Source: an optimization exercise on an open RTL-to-GDS flow (aim: small area). Production flows keep margins and buffers that such runs may drop.
The RTL was checked by simulation tests, not by an equivalence proof against the original design.
Power is estimated from default activity; no workload was simulated.

## ox_decim
module ox_decim (
    input  wire        clk,
    input  wire        rst,           
    input  wire        start,         
    input  wire        stop,          
    input  wire        bit_valid,     
    input  wire        bit_in,        
    input  wire        coef_we,       
    input  wire [3:0]  coef_addr,     
    input  wire [31:0] coef_data,     
    output reg         out_valid,
    output wire [31:0] out_data,
    output wire        out_settled,
    output reg         running,
    output reg         coef_err
);
    localparam [4:0] K_SETTLE = 5'd18;
    wire [191:0] coef1;
    wire [191:0] coef2;
    wire coef_wr = ~rst & coef_we & ~running;
    always @(posedge clk)
        coef_err <= ~rst & coef_we & running;
    genvar w;
    generate
        for (w = 0; w < 6; w = w + 1) begin : gw
            reg [31:0] a1, a2;      
            always @(posedge clk) begin
                if (coef_wr & (coef_addr == w))
                    a1 <= coef_data;
                if (coef_wr & (coef_addr == 8 + w))
                    a2 <= coef_data;
            end
            assign coef1[32*w +: 32] = a1;
            assign coef2[32*w +: 32] = a2;
        end
    endgenerate
    wire clear  = rst | start | stop;
    wire accept = running & bit_valid & ~clear;
    always @(posedge clk) begin
        if (rst)
            running <= 1'b0;
        else if (start)
            running <= 1'b1;
        else if (stop)
            running <= 1'b0;
    end
    reg  [4:0] ph;
    wire       ph0  = (ph == 5'd0);
    wire       ph31 = (ph == 5'd31);
    always @(posedge clk)
        ph <= rst ? 5'd0 : ph + 5'd1;
    reg  [29:0] I1, I2, I3, I4, D;
    reg  [5:0]  bitcnt;
  ...
clock: 25.0 ns
lec_check: 0
cap_margin: 20
core_margin: 2
core_utilization: 60
slew_margin: 20
standard.sh (not shown) runs the stock make flow with config.mk's settings and CLKGATE_MAP_FILE= SYNTH_SCRIPT=/design/flow/synth_recipe.tcl, a recipe that flattens the netlist after the stock synthesis.
==> flow/flow/run.sh <==
#!/bin/bash
# Layout: the standard flow (standard.sh), with two changes to how it is
# made: the clock tree is built from clkbuf_16 leaf clusters without dummy
# balancing loads, and the port buffers are the smallest buffer cell.
set -euo pipefail
export CTS_ARGS="-sink_clustering_enable -repair_clock_nets -dont_use_dummy_load -buf_list sky130_fd_sc_hd__clkbuf_16 -sink_clustering_size 36 -sink_clustering_max_diameter 45"
export BUFFER_PORTS_ARGS="-buffer_cell sky130_fd_sc_hd__buf_1"
bash standard.sh > standard.log 2>&1
The baseline ran to the end with no violations.
Edit:
--- a/flow/flow/run.sh
+++ b/flow/flow/run.sh
@@ -6 +6 @@
-export CTS_ARGS="-sink_clustering_enable -repair_clock_nets -dont_use_dummy_load -buf_list sky130_fd_sc_hd__clkbuf_16 -sink_clustering_size 36 -sink_clustering_max_diameter 45"
+export CTS_ARGS="-sink_clustering_enable -repair_clock_nets -dont_use_dummy_load -buf_list sky130_fd_sc_hd__clkbuf_16 -sink_clustering_size 24 -sink_clustering_max_diameter 100"
Outcome: Utilization decreases by 1.5 points; cell area drops by 2.3%; wire length fell by 1.6%.
Edit:
--- a/flow/flow/run.sh
+++ b/flow/flow/run.sh
@@ -6 +6 @@
-export CTS_ARGS="-sink_clustering_enable -repair_clock_nets -dont_use_dummy_load -buf_list sky130_fd_sc_hd__clkbuf_16 -sink_clustering_size 24 -sink_clustering_max_diameter 100"
+export CTS_ARGS="-sink_clustering_enable -repair_clock_nets -dont_use_dummy_load -buf_list sky130_fd_sc_hd__clkbuf_16 -sink_clustering_size 30 -sink_clustering_max_diameter 60"
The new run passed the timing, DRC and antenna checks.
Clock-buffer cell count goes up by 22.
Global-route usage goes up by 0.21 points.
Sequential power hardly moves.

ox_decim, a different RTL version from the one above (not shown whole).
Size in the first run: about 3800 cells after synthesis, about 79 I/O pins, about 0.058 sq mm of cells after synthesis.
// ox_decim
module ox_decim (
    input  wire        clk,
    input  wire        rst,           
    input  wire        start,         
    input  wire        stop,          
    input  wire        bit_valid,     
    input  wire        bit_in,        
    input  wire        coef_we,       
    input  wire [3:0]  coef_addr,     
    input  wire [31:0] coef_data,     
    output reg         out_valid,
    output wire [31:0] out_data,
    output wire        out_settled,
    output reg         running,
    output reg         coef_err
);
    localparam [4:0] K_SETTLE = 5'd18;
    wire [191:0] coef1;
    wire [191:0] coef2;
    wire coef_wr = ~rst & coef_we & ~running;
    always @(posedge clk)
        coef_err <= ~rst & coef_we & running;
    genvar w;
    generate
        for (w = 0; w < 6; w = w + 1) begin : gw
            reg [31:0] a1, a2;      
            always @(posedge clk) begin
                if (coef_wr & (coef_addr == w))
                    a1 <= coef_data;
                if (coef_wr & (coef_addr == 8 + w))
                    a2 <= coef_data;
            end
  ...
==> flow/config.mk <==
export PLATFORM = sky130hd
export DESIGN_NAME = ox_decim
export DESIGN_NICKNAME = ox_decim
export VERILOG_FILES = /design/flow/design.v
export SDC_FILE = /design/flow/constraint.sdc
export NUM_CORES = 4
export LEC_CHECK = 0
export CAP_MARGIN = 20
export CORE_MARGIN = 2
export CORE_UTILIZATION = 70
export SLEW_MARGIN = 20
==> flow/constraint.sdc <==
create_clock -name core_clock -period 25.0 [get_ports {clk}]
set_input_delay 5.0000 -clock core_clock [delete_from_list [all_inputs] [get_ports {clk}]]
set_output_delay 5.0000 -clock core_clock [all_outputs]
set_load 0.01 [all_outputs]
==> flow/flow/run.sh <==
#!/bin/bash
# Layout: the standard flow (standard.sh), with two changes to how it is
# made: the clock tree is built from clkbuf_16 leaf clusters without dummy
# balancing loads, and the port buffers are the smallest buffer cell.
set -euo pipefail
export CTS_ARGS="-sink_clustering_enable -repair_clock_nets -dont_use_dummy_load -buf_list sky130_fd_sc_hd__clkbuf_16 -sink_clustering_size 24 -sink_clustering_max_diameter 100"
export BUFFER_PORTS_ARGS="-buffer_cell sky130_fd_sc_hd__buf_1"
bash standard.sh > standard.log 2>&1
Next try:
Settings changed: CORE_UTILIZATION 70 to 60.
Global-route usage shrinks by 3.1 points.
Sequential power stays flat.
Core utilization shrinks by 10 points.

ox_decim, a different RTL version from the one above (not shown whole).
For scale: ~1,900 flip-flops, ~79 I/O pins.
// ox_decim
module ox_decim (
    input  wire        clk,
    input  wire        rst,           
    input  wire        start,         
    input  wire        stop,          
    input  wire        bit_valid,     
    input  wire        bit_in,        
    input  wire        coef_we,       
    input  wire [3:0]  coef_addr,     
    input  wire [31:0] coef_data,     
    output reg         out_valid,
    output wire [31:0] out_data,
    output wire        out_settled,
    output reg         running,
    output reg         coef_err
);
Settings: LEC_CHECK=0, ABC_AREA=1, CAP_MARGIN=20, CORE_MARGIN=2, CORE_UTILIZATION=60, CTS_BUF_LIST=sky130_fd_sc_hd__clkbuf_16, CTS_CLUSTER_DIAMETER=100, CTS_CLUSTER_SIZE=24, SLEW_MARGIN=20; clock period 25.0 ns.
run.sh (not shown) runs the stock make flow with config.mk's settings and CLKGATE_MAP_FILE= SYNTH_SCRIPT=/design/flow/synth_recipe.tcl, a recipe that flattens the netlist after the stock synthesis.
Stock flow here: none of the scripts above is used.
The first run finished with timing, DRC and antenna clean.
Rerun with:
- CTS_CLUSTER_SIZE: 24 -> 30
Result: Synthesized area stays the same. Routed wire length decreases slightly. Setup slack improves by 0.025 ns. Cell count barely changes. Power falls by a few percent. Critical path depth is unchanged.

Setup of rev 12:
Another version of the RTL of ox_decim (not shown whole).
Size: roughly 1,900 flip-flops, roughly 79 I/O pins, roughly 64,000 µm² of cells after synthesis.
// ox_decim
module ox_decim (
    input  wire        clk,
    input  wire        rst,           
    input  wire        start,         
    input  wire        stop,          
    input  wire        bit_valid,     
    input  wire        bit_in,        
    input  wire        coef_we,       
    input  wire [3:0]  coef_addr,     
    input  wire [31:0] coef_data,     
    output reg         out_valid,
    output wire [31:0] out_data,
    output wire        out_settled,
    output reg         running,
    output reg         coef_err
);
    localparam [4:0] K_SETTLE = 5'd18;
    reg [191:0] coef1;
    reg [191:0] coef2;
    always @(posedge clk) begin
        coef_err <= 1'b0;
        if (rst) begin
            coef_err <= 1'b0;
        end else if (coef_we) begin
            if (running) begin
                coef_err <= 1'b1;
            end else if (coef_addr[2:0] <= 3'd5) begin
  ...
==> flow/config.mk <==
export PLATFORM = sky130hd
export DESIGN_NAME = ox_decim
export DESIGN_NICKNAME = ox_decim
export VERILOG_FILES = /design/flow/design.v
export SDC_FILE = /design/flow/constraint.sdc
export NUM_CORES = 4
export LEC_CHECK = 0
export CAP_MARGIN = 20
export CORE_MARGIN = 2
export CORE_UTILIZATION = 60
export CTS_BUF_LIST = sky130_fd_sc_hd__clkbuf_8
export CTS_CLUSTER_SIZE = 30
export SLEW_MARGIN = 20
==> flow/constraint.sdc <==
create_clock -name core_clock -period 25.0 [get_ports {clk}]
set_input_delay 5.0000 -clock core_clock [delete_from_list [all_inputs] [get_ports {clk}]]
set_output_delay 5.0000 -clock core_clock [all_outputs]
set_load 0.01 [all_outputs]
The final layout from rev 12, which completed every stage, passed the timing, DRC and antenna checks at the end of the flow.
> inputs changed (rev 12 -> rev 13)
--- a/flow/config.mk
+++ b/flow/config.mk
@@ -6,8 +6,9 @@
 export NUM_CORES = 4
 export LEC_CHECK = 0
+export ABC_AREA = 1
 export CAP_MARGIN = 20
 export CORE_MARGIN = 2
 export CORE_UTILIZATION = 60
-export CTS_BUF_LIST = sky130_fd_sc_hd__clkbuf_8
-export CTS_CLUSTER_SIZE = 30
+export CTS_BUF_LIST = sky130_fd_sc_hd__clkbuf_4
+export CTS_CLUSTER_SIZE = 16
 export SLEW_MARGIN = 20
--- outcome ---
Relative to rev 12, the minimum hold slack of rev 13 is lower by 0.021 ns.
Diff rev 12 and rev 13: area added between synthesis and finish lower in rev 13
Looking at combinational share of power, rev 13 sits above rev 12.

RTL: one of the versions met above, not the one the previous note started from.
Size: about 5200 cells after synthesis, roughly 1900 flip-flops, ~0.063 mm² of cells after synthesis.
clock: 25.0 ns
lec_check: 0
abc_area: 1
cap_margin: 20
core_margin: 2
core_utilization: 60
slew_margin: 20
standard.sh (not shown) runs the stock make flow with config.mk's settings and CLKGATE_MAP_FILE= SYNTH_SCRIPT=/design/flow/synth_recipe.tcl, a recipe that flattens the netlist after the stock synthesis.
Scripts as last shown in full above: flow/flow/run.sh
Then changed:
Settings changed: ABC_AREA 1 to default.
=> The changed run went through all stages and came out clean. Wire length went up by 1.0%. Setup slack gains 0.58 ns. Fmax went up by 2.8%. Global-route usage stays flat. Clock power barely changes. First-iteration DRC count went down by 1.5%.
Then changed:
--- a/flow/flow/run.sh
+++ b/flow/flow/run.sh
@@ -5,3 +5,3 @@
 set -euo pipefail
-export CTS_ARGS="-sink_clustering_enable -repair_clock_nets -dont_use_dummy_load -buf_list sky130_fd_sc_hd__clkbuf_16 -sink_clustering_size 24 -sink_clustering_max_diameter 100"
+export CTS_ARGS="-sink_clustering_enable -repair_clock_nets -dont_use_dummy_load -buf_list sky130_fd_sc_hd__clkbuf_16 -sink_clustering_size 28 -sink_clustering_max_diameter 80"
 export BUFFER_PORTS_ARGS="-buffer_cell sky130_fd_sc_hd__buf_1"
Settings changed: ABC_AREA from default to 1.
Setup slack got worse by 0.56 ns.
Final cell count rose by 6.7%.
Synthesized cell count is higher by 7.5%.
Die area fell by 0.53%.
Via count grows by 0.76%.

==> what the ideal ports hide <==
The results above use ideal ports. As a check the final layouts listed here were re-extracted and re-timed, cells and wires unchanged. Step 1 assumes that a clkbuf_16 drives the clock port and a buf_2 every other input. Step 2 also shifts input and output timing later by t, the mid clock arrival at the registers, as if the neighbouring blocks saw the same clock. Three values: ideal, step 1, step 2; two values: the first two.
| run | t, ns | setup slack, ns | worst setup path at the end | slew at the worst register clock pin (ns) |
|---|---|---|---|---|
| the first run of note 1 | 0.790 | 4.959 / 4.959 / 4.264 | input to register | 0.10 / 0.10 |
| the second run of note 1 | 0.729 | 4.955 / 4.955 / 4.280 | input to register | 0.10 / 0.10 |
| the third run of note 1 | 0.742 | 4.941 / 4.941 / 4.267 | input to register | 0.11 / 0.11 |
| the first run of note 2 | 0.713 | 3.934 / 3.979 / 3.266 | input to register | 0.10 / 0.10 |
| the second run of note 2 | 0.736 | 4.288 / 4.288 / 3.633 | input to register | 0.10 / 0.10 |
| the first run of note 3 | 0.790 | 3.405 / 3.368 / 2.578 | input to register | 0.11 / 0.11 |
| the second run of note 3 | 0.762 | 3.430 / 3.410 / 2.648 | input to register | 0.12 / 0.12 |
| rev 12 | 0.962 | 2.524 / 2.524 / 1.692 | input to register | 0.07 / 0.07 |
| rev 13 | 1.217 | 2.875 / 2.875 / 2.578 | input to register | 0.08 / 0.08 |
| the first run of note 5 | 0.733 | 3.446 / 3.490 / 2.757 | input to register | 0.10 / 0.10 |
| the second run of note 5 | 0.743 | 4.027 / 4.027 / 3.362 | input to register | 0.11 / 0.11 |
| the third run of note 5 | 0.729 | 3.471 / 3.518 / 2.789 | input to register | 0.11 / 0.11 |
After both steps every run listed still meets setup and hold. For rev 12, which loses most, drivers alone change the setup slack by 0.000 ns; drivers and shift together by -0.832 ns.
